From an optimization exercise on the open Yosys and OpenROAD flow, aimed at small area, a short achievable clock period and few clock cycles per item; shortcuts taken in it are not production practice.
Only simulation tests tie the RTL to the original design; equivalence was not proved.

===== flow/config.mk =====
export PLATFORM = sky130hd
export DESIGN_NAME = opx_xalu
export DESIGN_NICKNAME = opx_xalu
export VERILOG_FILES = /design/flow/design.v
export SDC_FILE = /design/flow/constraint.sdc
export NUM_CORES = 4
export LEC_CHECK = 0
export ABC_AREA = 1
export CAP_MARGIN = 40
export CORE_MARGIN = 2
export CORE_UTILIZATION = 50
export PLACE_DENSITY = 0.65
export SLEW_MARGIN = 40

===== flow/constraint.sdc =====
create_clock -name core_clock -period 27.0 [get_ports {clk}]
set_input_delay 5.4000 -clock core_clock [delete_from_list [all_inputs] [get_ports {clk}]]
set_output_delay 5.4000 -clock core_clock [all_outputs]
set_load 0.01 [all_outputs]

===== flow/design.v =====
module opx_xalu (
    input  wire        clk,
    input  wire        rst,
    input  wire        in_valid,
    output wire        in_ready,
    input  wire [4:0]  in_op,
    input  wire [3:0]  in_fn,
    input  wire [31:0] in_a,
    input  wire [31:0] in_b,
    input  wire        in_c,
    output reg         out_valid,
    output reg  [63:0] out_res,
    output reg  [5:0]  out_fset,
    output reg  [5:0]  out_fmask,
    output reg         out_illegal
);
    localparam [5:0] F_Z = 6'h01, F_N = 6'h02, F_C = 6'h04, F_V = 6'h08,
                     F_S = 6'h10, F_DZ = 6'h20;
    localparam [5:0] F_ZN = F_Z | F_N, F_ZNCV = F_Z | F_N | F_C | F_V;
    localparam [4:0] OP_ADD = 5'h00, OP_ADDC = 5'h01, OP_SUB = 5'h02, OP_SUBC = 5'h03,
                     OP_ADDS = 5'h04, OP_SUBS = 5'h05, OP_AND = 5'h06, OP_OR = 5'h07,
                     OP_XOR = 5'h08, OP_ANDN = 5'h09, OP_SHL = 5'h0A, OP_SHR = 5'h0B,
                     OP_SAR = 5'h0C, OP_MIN = 5'h0D, OP_MAX = 5'h0E, OP_MINU = 5'h0F,
                     OP_MAXU = 5'h10, OP_MUL = 5'h11, OP_MULH = 5'h12, OP_MULQ = 5'h13,
                     OP_MULW = 5'h14, OP_DIV = 5'h15, OP_DIVS = 5'h16, OP_DIVU = 5'h17,
                     OP_REM = 5'h18, OP_REMU = 5'h19, OP_UNARY = 5'h1A, OP_CMP = 5'h1B,
                     OP_ADDI = 5'h1C, OP_LOGI = 5'h1D, OP_SHIFTI = 5'h1E, OP_CMPI = 5'h1F;
    localparam [31:0] IMAX = 32'h7FFF_FFFF, IMIN = 32'h8000_0000;
    reg        nrdy;        
    wire       rdy = !nrdy;
    reg        v1;
    reg [4:0]  op1;
    reg [3:0]  fn1;
    reg [31:0] a1;
    reg [31:0] b1;          
    reg        c1;
    reg        lng1;        
    reg        swp1;        
    reg        st;          
    reg [5:0]  cnt;         
    reg        dz1, ovf1, qneg1, rneg1;
    reg        v2;
    reg [4:0]  op2;
    reg [3:0]  fn2;
    reg [31:0] t2;          
    reg        c2;          
    reg        o2;          
    reg        dn2;         
    reg [47:0] m2;          
    reg [47:0] mc2;         
    wire in_fa = (in_a[31:15] == 17'h00000) | (in_a[31:15] == 17'h1FFFF);
    wire in_fb = (in_b[31:15] == 17'h00000) | (in_b[31:15] == 17'h1FFFF);
    wire in_mul = (in_op == OP_MUL) | (in_op == OP_MULH) | (in_op == OP_MULQ) | (in_op == OP_MULW);
    wire in_div = (in_op == OP_DIV) | (in_op == OP_DIVS) | (in_op == OP_DIVU) |
                  (in_op == OP_REM) | (in_op == OP_REMU);
    wire in_multi = in_div | (in_mul & !in_fa & !in_fb);
    localparam K_AX0 = 0, K_YB = 1, K_YA = 2, K_Y80 = 3, K_INV = 4, K_CIN = 5,
               K_TSUM = 6, K_TAND = 7, K_TOR = 8, K_TXOR = 9, K_TANDN = 10, K_TNOT = 11,
               K_TSHL = 12, K_TSHR = 13, K_SAR = 14, K_TMIN = 15, K_TMAX = 16, K_MMU = 17,
               K_TCLZ = 18, K_TPOP = 19, K_TSX8 = 20, K_TSX16 = 21, K_TSX24 = 22, K_TRND = 23,
               K_TMUL = 24, K_DIV = 25, K_SGN = 26, K_REM = 27, K_MULQ = 28, K_CC = 29,
               K_SA = 30, KW = 31;
    reg [KW-1:0] kd;
    always @* begin
        kd = {KW{1'b0}};
        case (in_op)
            OP_ADD, OP_ADDI, OP_ADDS: begin kd[K_YB] = 1'b1; kd[K_TSUM] = 1'b1; end
            OP_ADDC: begin kd[K_YB] = 1'b1; kd[K_CC] = 1'b1; kd[K_TSUM] = 1'b1; end
            OP_SUB, OP_SUBS: begin kd[K_YB] = 1'b1; kd[K_INV] = 1'b1; kd[K_CIN] = 1'b1; kd[K_TSUM] = 1'b1; end
            OP_SUBC: begin kd[K_YB] = 1'b1; kd[K_INV] = 1'b1; kd[K_CC] = 1'b1; kd[K_TSUM] = 1'b1; end
            OP_AND:  kd[K_TAND] = 1'b1;
            OP_OR:   kd[K_TOR] = 1'b1;
            OP_XOR:  kd[K_TXOR] = 1'b1;
            OP_ANDN: kd[K_TANDN] = 1'b1;
            OP_SHL:  kd[K_TSHL] = 1'b1;
            OP_SHR:  kd[K_TSHR] = 1'b1;
            OP_SAR:  begin kd[K_TSHR] = 1'b1; kd[K_SAR] = 1'b1; end
            OP_LOGI: begin
                kd[K_TAND] = (in_fn == 4'd0);
                kd[K_TOR]  = (in_fn == 4'd1);
                kd[K_TXOR] = (in_fn == 4'd2);
            end
            OP_SHIFTI: begin
                kd[K_TSHL] = (in_fn == 4'd0);
                kd[K_TSHR] = (in_fn == 4'd1) | (in_fn == 4'd2);
                kd[K_SAR]  = (in_fn == 4'd2);
            end
            OP_MIN, OP_MAX, OP_MINU, OP_MAXU: begin
                kd[K_YB] = 1'b1; kd[K_INV] = 1'b1; kd[K_CIN] = 1'b1;
                kd[K_TMIN] = in_op[0];
                kd[K_TMAX] = !in_op[0];
                kd[K_MMU]  = (in_op == OP_MINU) | (in_op == OP_MAXU);
            end
            OP_CMP, OP_CMPI: begin
                kd[K_YB] = 1'b1; kd[K_INV] = 1'b1; kd[K_CIN] = 1'b1;
                kd[K_TSUM] = (in_fn != 4'd6);
                kd[K_TAND] = (in_fn == 4'd6);
            end
            OP_MUL, OP_MULH, OP_MULW: kd[K_TMUL] = 1'b1;
            OP_MULQ: begin kd[K_TMUL] = 1'b1; kd[K_MULQ] = 1'b1; end
            OP_DIV, OP_DIVS, OP_REM: begin
                kd[K_AX0] = 1'b1; kd[K_YA] = 1'b1; kd[K_DIV] = 1'b1; kd[K_SGN] = 1'b1;
                kd[K_SA] = 1'b1; kd[K_TSUM] = 1'b1;
                kd[K_REM] = (in_op == OP_REM);
            end
            OP_DIVU, OP_REMU: begin
                kd[K_AX0] = 1'b1; kd[K_YA] = 1'b1; kd[K_DIV] = 1'b1; kd[K_TSUM] = 1'b1;
                kd[K_REM] = (in_op == OP_REMU);
            end
            OP_UNARY: begin
                case (in_fn)
                    4'd0, 4'd1: begin
                        kd[K_AX0] = 1'b1; kd[K_YA] = 1'b1; kd[K_INV] = 1'b1; kd[K_CIN] = 1'b1;
                        kd[K_TSUM] = 1'b1;
                    end
                    4'd2, 4'd3: begin
                        kd[K_AX0] = 1'b1; kd[K_YA] = 1'b1; kd[K_SA] = 1'b1;
                        kd[K_TSUM] = 1'b1;
                    end
                    4'd4: kd[K_TNOT] = 1'b1;
                    4'd5: begin kd[K_AX0] = 1'b1; kd[K_YA] = 1'b1; kd[K_TCLZ] = 1'b1; end
                    4'd6: kd[K_TSX8] = 1'b1;
                    4'd7: kd[K_TSX16] = 1'b1;
                    4'd8: kd[K_TSX24] = 1'b1;
                    4'd9: begin kd[K_Y80] = 1'b1; kd[K_TRND] = 1'b1; end
                    4'd10: kd[K_TPOP] = 1'b1;
                    default: ;
                endcase
            end
            default: ;
        endcase
    end
    reg [KW-1:0] k;         
    wire is_div  = k[K_DIV];
    wire sgn_div = k[K_SGN];
    wire is_rem  = k[K_REM];
    wire div_setup = is_div & !st;
    wire [31:0] dv_r = t2;
    wire [31:0] dv_q = m2[31:0];
    wire [32:0] dv_t1 = {1'b0, dv_r} - {1'b0, b1};
    wire        dv_ge1 = !dv_t1[32];
    wire [31:0] dv_r1 = dv_ge1 ? dv_t1[31:0] : dv_r;
    wire [32:0] dv_t2 = {1'b0, dv_r1} - {2'b0, b1[31:1]};
    wire        dv_ge2 = !dv_t2[32];
    wire [31:0] dv_r2 = dv_ge2 ? dv_t2[31:0] : dv_r1;
    wire        dv_one = (cnt == 6'd1);
    wire [31:0] dv_rn = dv_one ? dv_r1 : dv_r2;
    wire [31:0] dv_qn = dv_one ? {dv_q[30:0], dv_ge1} : {dv_q[29:0], dv_ge1, dv_ge2};
    wire        dv_neg = (is_rem | dz1) ? rneg1 : qneg1;
    wire [31:0] ax = k[K_AX0] ? 32'd0 : a1;
    wire [31:0] ay_p = ({32{k[K_YB]}} & b1) | ({32{k[K_YA]}} & a1) |
                       {24'd0, k[K_Y80], 7'd0};
    wire        inv  = k[K_INV] | (k[K_SA] & a1[31]);
    wire [31:0] ay = ay_p ^ {32{inv}};
    wire        acin = k[K_CIN] | (k[K_CC] & c1) | (k[K_SA] & a1[31]);
    wire [32:0] sum  = {1'b0, ax} + {1'b0, ay} + {32'd0, acin};
    wire        s_c  = sum[32];
    wire        s_v  = (ax[31] == ay[31]) & (sum[31] != ax[31]);
    wire        lt_s = sum[31] ^ s_v;
    wire        lt_u = !s_c;
    function [5:0] clz32(input [31:0] x);
        reg [15:0] kv1;
        reg [15:0] kc1;
        reg [7:0]  kv2;
        reg [15:0] kc2;
        reg [3:0]  kv3;
        reg [11:0] kc3;
        reg [1:0]  kv4;
        reg [7:0]  kc4;
        integer i;
        begin
            for (i = 0; i < 16; i = i + 1) begin
                kv1[i] = x[2*i+1] | x[2*i];
                kc1[i] = !x[2*i+1];
            end
            for (i = 0; i < 8; i = i + 1) begin
                kv2[i] = kv1[2*i+1] | kv1[2*i];
                kc2[2*i +: 2] = kv1[2*i+1] ? {1'b0, kc1[2*i+1]} : {1'b1, kc1[2*i]};
            end
            for (i = 0; i < 4; i = i + 1) begin
                kv3[i] = kv2[2*i+1] | kv2[2*i];
                kc3[3*i +: 3] = kv2[2*i+1] ? {1'b0, kc2[4*i+2 +: 2]} : {1'b1, kc2[4*i +: 2]};
            end
            for (i = 0; i < 2; i = i + 1) begin
                kv4[i] = kv3[2*i+1] | kv3[2*i];
                kc4[4*i +: 4] = kv3[2*i+1] ? {1'b0, kc3[6*i+3 +: 3]} : {1'b1, kc3[6*i +: 3]};
            end
            if (kv4[1])      clz32 = {2'b00, kc4[7:4]};
            else if (kv4[0]) clz32 = {2'b01, kc4[3:0]};
            else             clz32 = 6'd32;
        end
    endfunction
    function [5:0] popc32(input [31:0] x);
        reg [31:0] p2;
        reg [23:0] p3;
        reg [15:0] p4;
        reg [9:0]  p5;
        integer i;
        begin
            for (i = 0; i < 16; i = i + 1) p2[2*i +: 2] = {1'b0, x[2*i]} + {1'b0, x[2*i+1]};
            for (i = 0; i < 8; i = i + 1)  p3[3*i +: 3] = {1'b0, p2[4*i +: 2]} + {1'b0, p2[4*i+2 +: 2]};
            for (i = 0; i < 4; i = i + 1)  p4[4*i +: 4] = {1'b0, p3[6*i +: 3]} + {1'b0, p3[6*i+3 +: 3]};
            for (i = 0; i < 2; i = i + 1)  p5[5*i +: 5] = {1'b0, p4[8*i +: 4]} + {1'b0, p4[8*i+4 +: 4]};
            popc32 = {1'b0, p5[4:0]} + {1'b0, p5[9:5]};
        end
    endfunction
    function [31:0] rev32(input [31:0] x);
        integer i;
        begin
            for (i = 0; i < 32; i = i + 1) rev32[i] = x[31 - i];
        end
    endfunction
    wire [31:0] nb   = (sgn_div & b1[31]) ? (32'd0 - b1) : b1;
    wire        sa   = sgn_div & a1[31];
    wire [5:0]  za   = clz32(a1 ^ {32{sa}});
    wire [5:0]  zu   = clz32(a1);                     
    wire [5:0]  zb   = clz32(nb);
    wire [6:0]  sdif = {1'b0, zb} - {1'b0, za} + {6'd0, sa};
    wire        dzs  = (b1 == 32'd0);
    wire        dskip = dzs | sdif[6];         
    wire [4:0]  dsh  = sdif[4:0];
    wire [31:0] sh_in  = div_setup ? rev32(nb) : (k[K_TSHL] ? rev32(a1) : a1);
    wire [4:0]  sh_amt = div_setup ? dsh : b1[4:0];
    wire        sh_fill = k[K_SAR] & a1[31];
    wire signed [32:0] sh_x = {sh_fill, sh_in};
    wire [32:0] sh_o   = sh_x >>> sh_amt;
    wire        sh_big = |b1[31:5];
    wire [31:0] sh_r   = sh_big ? {32{sh_fill}} : sh_o[31:0];
    wire [31:0] sh_l   = sh_big ? 32'd0 : rev32(sh_o[31:0]);
    wire [31:0] sh_ld  = rev32(sh_o[31:0]);
    wire [31:0] mx = swp1 ? b1 : a1;
    wire [31:0] my = swp1 ? a1 : b1;
    wire [16:0] my17 = st ? {my[31], my[31:16]} : (lng1 ? {1'b0, my[15:0]} : {my[15], my[15:0]});
    reg [431:0] pp;
    reg [47:0] pneg;
    reg        bo, bt, bn, ps;
    reg [32:0] psel;
    integer bi;
    always @* begin
        pneg = 48'd0;
        for (bi = 0; bi < 9; bi = bi + 1) begin
            bn = (bi == 8) ? my17[16] : my17[2*bi+1];
            bo = my17[2*bi] ^ ((bi == 0) ? 1'b0 : my17[2*bi-1]);
            bt = (bn & !my17[2*bi] & !((bi == 0) ? 1'b0 : my17[2*bi-1])) |
                 (!bn & my17[2*bi] & ((bi == 0) ? 1'b0 : my17[2*bi-1]));
            psel = ({33{bo}} & {mx[31], mx}) | ({33{bt}} & {mx, 1'b0});
            psel = psel ^ {33{bn}};
            ps = ((bo | bt) & mx[31]) ^ bn;
            pp[48*bi +: 48] = ({15'd0, !ps, psel} << (2 * bi));
            pneg[2*bi] = bn;
        end
        pneg[30] = k[K_MULQ] & !st;        
    end
    localparam [47:0] MCONST = 48'd0
                             - 48'h0002_0000_0000 - 48'h0008_0000_0000 - 48'h0020_0000_0000
                             - 48'h0080_0000_0000 - 48'h0200_0000_0000 - 48'h0800_0000_0000
                             - 48'h2000_0000_0000 - 48'h8000_0000_0000;
    function [95:0] csa(input [47:0] x, input [47:0] y, input [47:0] z);
        csa = {((x & y) | (x & z) | (y & z)) << 1, x ^ y ^ z};
    endfunction
    wire [95:0] cs1a = csa(pp[47:0], pp[95:48], pp[143:96]);
    wire [95:0] cs1b = csa(pp[191:144], pp[239:192], pp[287:240]);
    wire [95:0] cs1c = csa(pp[335:288], pp[383:336], pp[431:384]);
    wire [95:0] cs2a = csa(cs1a[47:0], cs1a[95:48], cs1b[47:0]);
    wire [95:0] cs2b = csa(cs1b[95:48], cs1c[47:0], cs1c[95:48]);
    wire [95:0] cs3a = csa(cs2a[47:0], cs2a[95:48], cs2b[47:0]);
    wire [95:0] cs3b = csa(cs2b[95:48], pneg, MCONST);
    wire [95:0] cs4  = csa(cs3a[47:0], cs3a[95:48], cs3b[47:0]);
    wire [95:0] cs5  = csa(cs4[47:0], cs4[95:48], cs3b[95:48]);
    wire        mq_sat = (a1 == IMIN) & (b1 == IMIN);
    wire [31:0] t1 = ({32{k[K_TSUM]}}  & sum[31:0]) |
                     ({32{k[K_TAND]}}  & (a1 & b1)) |
                     ({32{k[K_TOR]}}   & (a1 | b1)) |
                     ({32{k[K_TXOR]}}  & (a1 ^ b1)) |
                     ({32{k[K_TANDN]}} & (a1 & ~b1)) |
                     ({32{k[K_TNOT]}}  & ~a1) |
                     ({32{k[K_TSHL]}}  & sh_l) |
                     ({32{k[K_TSHR]}}  & sh_r) |
                     ({32{k[K_TMIN] & ((k[K_MMU] ? lt_u : lt_s))}} & a1) |
                     ({32{k[K_TMIN] & !((k[K_MMU] ? lt_u : lt_s))}} & b1) |
                     ({32{k[K_TMAX] & ((k[K_MMU] ? lt_u : lt_s))}} & b1) |
                     ({32{k[K_TMAX] & !((k[K_MMU] ? lt_u : lt_s))}} & a1) |
                     ({32{k[K_TCLZ]}}  & {26'd0, zu}) |
                     ({32{k[K_TPOP]}}  & {26'd0, popc32(a1)}) |
                     ({32{k[K_TSX8]}}  & {{24{a1[7]}}, a1[7:0]}) |
                     ({32{k[K_TSX16]}} & {{16{a1[15]}}, a1[15:0]}) |
                     ({32{k[K_TSX24]}} & {{8{a1[23]}}, a1[23:0]}) |
                     ({32{k[K_TRND]}}  & {sum[31:8], 8'h00});
    reg rdy_n;
    always @* begin
        if (rdy)
            rdy_n = !(in_valid & in_multi);
        else if (is_div)
            rdy_n = (!st) ? (dskip | (dsh <= 5'd1)) : (cnt <= 6'd4);
        else
            rdy_n = 1'b1;              
    end
    reg rdy_o;              
    assign in_ready = rdy_o;
    always @(posedge clk) begin
        if (rst) begin
            nrdy      <= 1'b0;
            rdy_o     <= 1'b1;
            v1        <= 1'b0;
            st        <= 1'b0;
            v2        <= 1'b0;
            out_valid <= 1'b0;
        end else begin
            out_valid <= v2;
            v2 <= v1 & rdy;
            nrdy <= !rdy_n;
            rdy_o <= rdy_n;
            if (rdy) begin
                v1  <= in_valid;
                st  <= 1'b0;
            end else begin
                st  <= 1'b1;
            end
        end
    end
    always @(posedge clk) begin
        if (rdy) begin
            op1  <= in_op;
            fn1  <= in_fn;
            a1   <= in_a;
            b1   <= in_b;
            c1   <= in_c;
            lng1 <= !in_fa & !in_fb;
            k    <= kd;
            swp1 <= in_fa & !in_fb;
        end else if (is_div) begin
            if (!st) begin
                b1    <= dzs ? 32'd0 : (dskip ? 32'hFFFF_FFFF : sh_ld);
                cnt   <= dskip ? 6'd1 : ({1'b0, dsh} + 6'd1);
                dz1   <= dzs;
                ovf1  <= (a1 == IMIN) & (b1 == 32'hFFFF_FFFF);
                qneg1 <= sgn_div & (a1[31] ^ b1[31]);
                rneg1 <= sgn_div & a1[31];
            end else begin
                b1  <= {2'b00, b1[31:2]};
                cnt <= cnt - 6'd2;
            end
        end
    end
    always @(posedge clk) begin
        op2 <= op1;
        fn2 <= fn1;
        if (div_setup) begin
            t2 <= sum[31:0];                   
            m2 <= 48'd0;
            mc2 <= cs5[95:48];
        end else if (is_div) begin
            t2 <= dv_rn;
            m2 <= {16'd0, dv_qn};
            mc2 <= cs5[95:48];
        end else begin
            t2 <= t1;
            m2 <= cs5[47:0];
            mc2 <= cs5[95:48];
        end
        dn2 <= dv_neg;
        if (is_div) begin
            c2 <= dz1;
            o2 <= ovf1;
        end else if (k[K_TMUL]) begin
            c2 <= st;
            o2 <= mq_sat;
        end else begin
            c2 <= s_c;
            o2 <= s_v;
        end
    end
    wire        z2 = (t2 == 32'd0);
    wire        n2 = t2[31];
    wire [47:0] mlo  = c2 ? {{16{out_res[47]}}, out_res[47:16]} : 48'd0;
    wire [47:0] mm   = m2 + mc2 + mlo;
    wire [63:0] prod = c2 ? {mm, out_res[15:0]} : {{16{mm[47]}}, mm};
    wire [31:0] dvv  = ((op2 == OP_REM) | (op2 == OP_REMU) | c2) ? t2 : m2[31:0];
    wire [31:0] dres = dn2 ? (32'd0 - dvv) : dvv;
    reg [63:0] r_res;
    reg [5:0]  r_fs;        
    reg [5:0]  r_fm;
    reg        r_ill;
    reg        holds;
    always @* begin
        r_res = {32'd0, t2};
        r_fs  = {2'b00, o2, c2, n2, z2};
        r_fm  = 6'd0;
        r_ill = 1'b0;
        holds = 1'b0;
        case (op2)
            OP_ADD, OP_ADDI, OP_ADDC, OP_SUB, OP_SUBC: r_fm = F_ZNCV;
            OP_ADDS, OP_SUBS: begin
                if (o2) begin
                    r_res = {32'd0, n2 ? IMAX : IMIN};
                    r_fs  = {2'b01, 2'b00, !n2, 1'b0};
                    r_fm  = F_ZN | F_S;
                end else begin
                    r_fm  = F_ZN;
                end
            end
            OP_AND, OP_OR, OP_XOR, OP_ANDN, OP_SHL, OP_SHR, OP_SAR: r_fm = F_ZN;
            OP_LOGI, OP_SHIFTI: begin
                if (fn2[3:2] != 2'd0 || fn2[1:0] == 2'd3) begin
                    r_ill = 1'b1;
                    r_res = 64'd0;
                end else begin
                    r_fm = F_ZN;
                end
            end
            OP_MIN, OP_MAX, OP_MINU, OP_MAXU: ;
            OP_MUL:  r_res = {32'd0, prod[31:0]};
            OP_MULH: r_res = {32'd0, prod[63:32]};
            OP_MULW: r_res = prod;
            OP_MULQ: begin
                r_res = {32'd0, o2 ? IMAX : prod[62:31]};
                r_fs  = 6'h10;
                r_fm  = o2 ? F_S : 6'd0;
            end
            OP_DIV, OP_DIVS, OP_DIVU, OP_REM, OP_REMU: begin
                r_res = {32'd0, dres};
                r_fs = {c2, 1'b1, o2, 3'b000};
                if (c2) begin
                    r_fm = (op2 == OP_DIV) ? (F_DZ | F_V) : F_DZ;
                    r_fs[3] = 1'b0;
                    case (op2)
                        OP_DIVU:         r_res = {32'd0, 32'hFFFF_FFFF};
                        OP_REM, OP_REMU: r_res = {32'd0, dres};
                        default:         r_res = {32'd0, dres[31] ? IMIN : IMAX};
                    endcase
                end else if (op2 == OP_DIV) begin
                    r_fm = F_V;
                end else if (op2 == OP_DIVS && o2) begin
                    r_res = {32'd0, IMAX};
                    r_fm = F_S;
                end
            end
            OP_CMP, OP_CMPI: begin
                case (fn2)
                    4'd0: holds = z2;
                    4'd1: holds = !z2;
                    4'd2: holds = n2 ^ o2;
                    4'd3: holds = (n2 ^ o2) | z2;
                    4'd4: holds = !c2;
                    4'd5: holds = !c2 | z2;
                    4'd6: holds = !z2;
                    default: r_ill = 1'b1;
                endcase
                r_res = {64{holds}};
                if (fn2 == 4'd6)  r_fm = F_ZN;
                else if (!r_ill) r_fm = F_ZNCV;
            end
            OP_UNARY: begin
                case (fn2)
                    4'd0: r_fm = F_ZNCV;
                    4'd1, 4'd3: begin  
                        if (o2) begin
                            r_res = {32'd0, IMAX};
                            r_fs  = 6'h10;
                            r_fm  = F_ZN | F_S;
                        end else begin
                            r_fm  = F_ZN;
                        end
                    end
                    4'd2: r_fm = F_ZN | F_V;
                    4'd4: r_fm = F_ZN;
                    4'd5, 4'd6, 4'd7, 4'd8, 4'd10: ;
                    4'd9: begin  
                        if (o2) begin
                            r_res = {32'd0, 32'h7FFF_FF00};
                            r_fs  = 6'h10;
                            r_fm  = F_S;
                        end
                    end
                    default: begin
                        r_ill = 1'b1;
                        r_res = 64'd0;
                    end
                endcase
            end
            default: ;
        endcase
        if (!v2) r_res = prod;
    end
    always @(posedge clk) begin
        out_res     <= r_res;
        out_fset    <= r_fs & r_fm;
        out_fmask   <= r_fm;
        out_illegal <= r_ill;
    end
endmodule

===== flow/flow/run.sh =====
#!/bin/bash
set -o pipefail
bash standard.sh SETUP_SLACK_MARGIN=20.5 "BUFFER_PORTS_ARGS=-buffer_cell sky130_fd_sc_hd__buf_4" finish > flow_make.log 2>&1

===== flow/standard.sh =====
#!/bin/bash
# synth_recipe.tcl (not shown) runs the flow's synth.tcl, then flattens the netlist and writes it again
# the make line also repeats each setting of config.mk as NAME=value (left out here)
make -C /OpenROAD-flow-scripts/flow DESIGN_CONFIG=/design/flow/config.mk WORK_HOME=/design/flow/orfs CLKGATE_MAP_FILE= SYNTH_SCRIPT=/design/flow/synth_recipe.tcl "${@:-finish}"

==> results_tabular.tex <==
\begin{tabular}{lr}
\hline
Metric & Value \\
\hline
\multicolumn{2}{l}{\textbf{Timing}} \\
\quad Normalized max-slew margin & 37.8\% \\
\quad Layout Skew & 0.0411 ns \\
\quad Number of hold violations in the final report & 0 \\
\quad Achievable Freq & 152 MHz \\
\quad \# setup viols final & 0 \\
\quad Actual transition at the worst max-transition pin & 0.932 ns \\
\quad Count of pins over their slew limit & 0 \\
\quad Final worst path period share & 24.3\% \\
\quad Total negative slack for setup checks & 0 ns \\
\quad Fin crit period & 6.57 ns \\
\quad Unrepaired setup endpoints after global routing & yes \\
\multicolumn{2}{l}{\textbf{Finish}} \\
\quad Layout cell share with drive strength beyond 1 & 10.7\% \\
\quad Most frequent cells in the layout & 1490 x sky130\_fd\_sc\_hd\_\_nand2\_1, 896 x sky130\_fd\_sc\_hd\_\_inv\_1, 626 x sky130\_fd\_sc\_hd\_\_nand3\_1 \\
\quad Final layout net count & 8107 \\
\quad Synthesis-to-finish area growth & 12.5\% \\
\quad Most common cell after layout, fill and taps aside & sky130\_fd\_sc\_hd\_\_nand2\_1 \\
\multicolumn{2}{l}{\textbf{Critical path}} \\
\quad Crit path launch type & flop \\
\quad CP Data Required Time & 21.60 ns \\
\quad Cells traversed along the worst timing path & buf\_6 \\
\quad Type of element capturing the critical path & output pin \\
\quad Critical path data arrival time & 1.17 ns \\
\quad Largest fanout of any net on the critical path & 2 \\
\quad Buffer and inverter count on the worst path & 1 \\
\quad Setup Crit Path Kind & reg -> out \\
\quad CP peak stage delay & 0.39 ns \\
\quad Worst-path cell with the longest stage delay & sky130\_fd\_sc\_hd\_\_dfxtp\_4 \\
\quad Top cell family by delay on the critical path & flip-flops \\
\multicolumn{2}{l}{\textbf{Drt}} \\
\quad Routed length per instance & 28.6 um \\
\quad DRC marker count from the first detailed-route iteration & 9793 \\
\quad Via count & 56402 \\
\quad \# DRC & 0 \\
\quad Overall routed net length & 249000 um \\
\quad Via density & 6.48 \\
\quad Antenna violation net count after detailed routing & 0 \\
\quad Iteration count of the initial detailed-routing pass & 14 \\
\multicolumn{2}{l}{\textbf{Global routing}} \\
\quad Total global routing track utilization & 47.8\% \\
\quad Number of antenna violations at the first check in global routing & 11 \\
\quad Largest net degree at the start of global routing & 74 \\
\quad GRT overflow & 0 \\
\quad Global-route wire length before repair & 350000 um \\
\quad Vias in the first global route & 50927 \\
\multicolumn{2}{l}{\textbf{Yosys}} \\
\quad Net count after synthesis & 8002 \\
\quad Cell area after synthesis & 48900 um2 \\
\quad Predominant post-synthesis flop cell & sky130\_fd\_sc\_hd\_\_dfxtp\_1 \\
\quad Proportion of synthesized area in mux cells & 0.0844\% \\
\quad Main area contributors after synthesis & sky130\_fd\_sc\_hd\_\_fa\_1 12\%, sky130\_fd\_sc\_hd\_\_nand2\_1 12\%, sky130\_fd\_sc\_hd\_\_dfxtp\_1 8.9\%, sky130\_fd\_sc\_hd\_\_ha\_1 8.8\%, sky130\_fd\_sc\_hd\_\_edfxtp\_1 7.1\% \\
\quad Fraction of the mapped netlist area in simple logic gates & 26.0\% \\
\quad Xor-xnor portion of the synthesized cell area & 7.66\% \\
\quad Gate count of the mapped netlist & 7281 \\
\quad Post-synth top area share & 12.2\% \\
\quad Fraction of synthesis flops using an asynchronous set or reset pin & 0\% \\
\quad Largest area contributor in the synthesized netlist & sky130\_fd\_sc\_hd\_\_fa\_1 \\
\quad Post-synthesis share of cell area spent on full adders, half adders and majority gates & 21.1\% \\
\quad Ys Warns & 1 \\
\quad Synth Area in Compound Gates & 18.5\% \\
\quad EDFF count, synth & 116 \\
\quad Dominant combinational cell family by area after synthesis & simple AND/OR/NAND/NOR gates \\
\quad Syn Area/Cell & 6.72 um2 \\
\quad Synthesis-stage register bit count & 334 \\
\quad Count of unique library cells instantiated by Yosys & 75 \\
\quad Sequential element share of the synthesized area & 16.0\% \\
\multicolumn{2}{l}{\textbf{Run}} \\
\quad Max-cap violations & 0 \\
\multicolumn{2}{l}{\textbf{Floorplan}} \\
\quad I/O pin total & 156 \\
\quad Area of the die & 100000 um2 \\
\quad Initial core utilization & 50.5\% \\
\quad Die Span Y & 317 um \\
\quad Num rows & 114 \\
\quad Core region area & 96900 um2 \\
\quad Chip width & 317 um \\
\multicolumn{2}{l}{\textbf{Clock tree}} \\
\quad Clk sink count & 334 \\
\quad Hold buffer count at cts & 0 \\
\quad Clock slew at the register clock pins of the worst setup and hold paths & 0.06 ns \\
\quad CTS Root Cell & sky130\_fd\_sc\_hd\_\_clkbuf\_16 \\
\quad Depth of the CTS H-tree & 2 \\
\quad Number of buffers inserted during clock tree synthesis & 45 \\
\quad Clock tree from TritonCTS & yes \\
\quad Clock insertion delay at the later pin of the skew report & 0.68 ns \\
\quad Maximum count of clock buffers along a single path & 3 \\
\multicolumn{2}{l}{\textbf{Min path}} \\
\quad Type of the tightest min-delay check & reg -> reg \\
\multicolumn{2}{l}{\textbf{Placement}} \\
\quad Count of buffers inserted at the top-level ports & 155 \\
\quad Global placement routability congestion & 1.16 \\
\quad Detailed-placement wirelength estimate & 188000 um \\
\multicolumn{2}{l}{\textbf{Outcome}} \\
\quad Run status & timing/DRC/antenna clean \\
\hline
\end{tabular}
per-layer routing:
| layer | track usage (%) | vias to the layer above | routed length [um] |
|---|---|---|---|
| met5 | 0.994 | - | 256 |
| met4 | 28.7 | 12 | 19200 |
| met3 | 18.1 | 967 | 39400 |
| met2 | 65.6 | 4470 | 96100 |
| met1 | 63.2 | 26410 | 93600 |
| li1 | - | 24543 | - |
state kept, by name, indices dropped and copies added (netlist names), 30 cells and up:
signal,flops
out_res,64
m2,48
mc2,44
a1,32
b1,32
t2,32
k,30
area by class of cell:
cell class,count,area [um2]
clock buffer,53,1170
timing repair buffer,423,3710
clock inverter,28,407
fill,9679,41800
antenna,7,17.5
timing repair inverter,4,27.5
tap,1276,1600
multi-input combinational,5608,36400
inverter,970,3780
sequential,334,7990
Yosys cell counts, drive strengths merged (35+ instances only):
master,number
or2,35
buf,112
clkbuf,260
nand4,108
o211ai,83
nand2,1515
xnor2,41
fa,299
o22ai,297
dfxtp,218
a31oi,35
inv,944
nand3,633
o21ai,527
xor2,387
ha,345
edfxtp,116
nor3,62
nor2,572
a21oi,399
path summary, 6_finish.rpt:
| kind | endpoint | start | depth (start not counted) | slack (ns) |
|---|---|---|---|---|
| max | out_res[23] | out_res[23] | 1 | 20.43 |
| min | op2[1] | op1[1] | 0 | 0.34 |
| max reg2reg | t2[24] | a1[0] | 26 | 20.59 |
| min reg2reg | op2[1] | op1[1] | 0 | 0.34 |
cells by family (layout without fill, tap and decap cells):
group	Yosys count	count (layout)
multiplexers	4	4
other	0	7
AO/OA/AOI/OAI	1543	1544
flip-flops	334	334
XOR/XNOR	428	428
adder cells (fa/ha/maj)	644	644
buffers and inverters	1342	1478
AND/OR/NAND/NOR	2986	2988
through the flow:
stage | utilization [%] | setup slack, ns | area [um2] | hold slack, ns | std cells
after floorplan | - | 20.41 | 49000 | 0.323 | 7281
after detailed placement | 53.1 | 19.17 | 51400 | 0.327 | 8477
after global placement | 53.0 | 19.23 | 51300 | 0.324 | 8472
after CTS | 55.7 | 20.41 | 53900 | 0.341 | 8608
after global routing | 56.8 | 20.42 | 55100 | 0.345 | 8697
final | 56.9 | 20.43 | 55100 | 0.342 | 8703
repair_timing:
action | 4_1_cts | 5_1_grt
resized for setup | 203 | 120
endpoints found under the setup margin | 223 | 197
pin swaps | 4 | 8
cloned | 4 | 5
setup buffers | 46 | 79
Testbench counts, summed over its fixed seeds: cycles 17,662, ops 16,000.

-- separate check: timing with driven ports --
The flow's constraints put no driver on any port. The routed layout listed below was extracted and timed again, unchanged, in two steps. Step 1: set_driving_cell puts a clkbuf_16 on clk and a buf_2 on each other input, an assumption about the parent block. Step 2 adds t to the input delays and takes it off the output delays; t is the mean of the earliest and latest rising clock arrival at the registers after step 1. Input paths then give back, and output paths get back, about the clock's delay inside the block. a / b / c = ideal ports / drivers / drivers and shift; a / b = the first two.
t, ns: 0.742
setup WS [ns]: 20.430 / 20.344 / 19.853
worst register clock-pin slew, ns: 0.07 / 0.07
worst slew at a driven data input, ns: 0.09
cell pins on the clock port's net: 1
After both steps setup and hold are still met in this run. For this run, drivers alone change the setup slack by -0.086 ns; drivers and shift together by -0.577 ns.
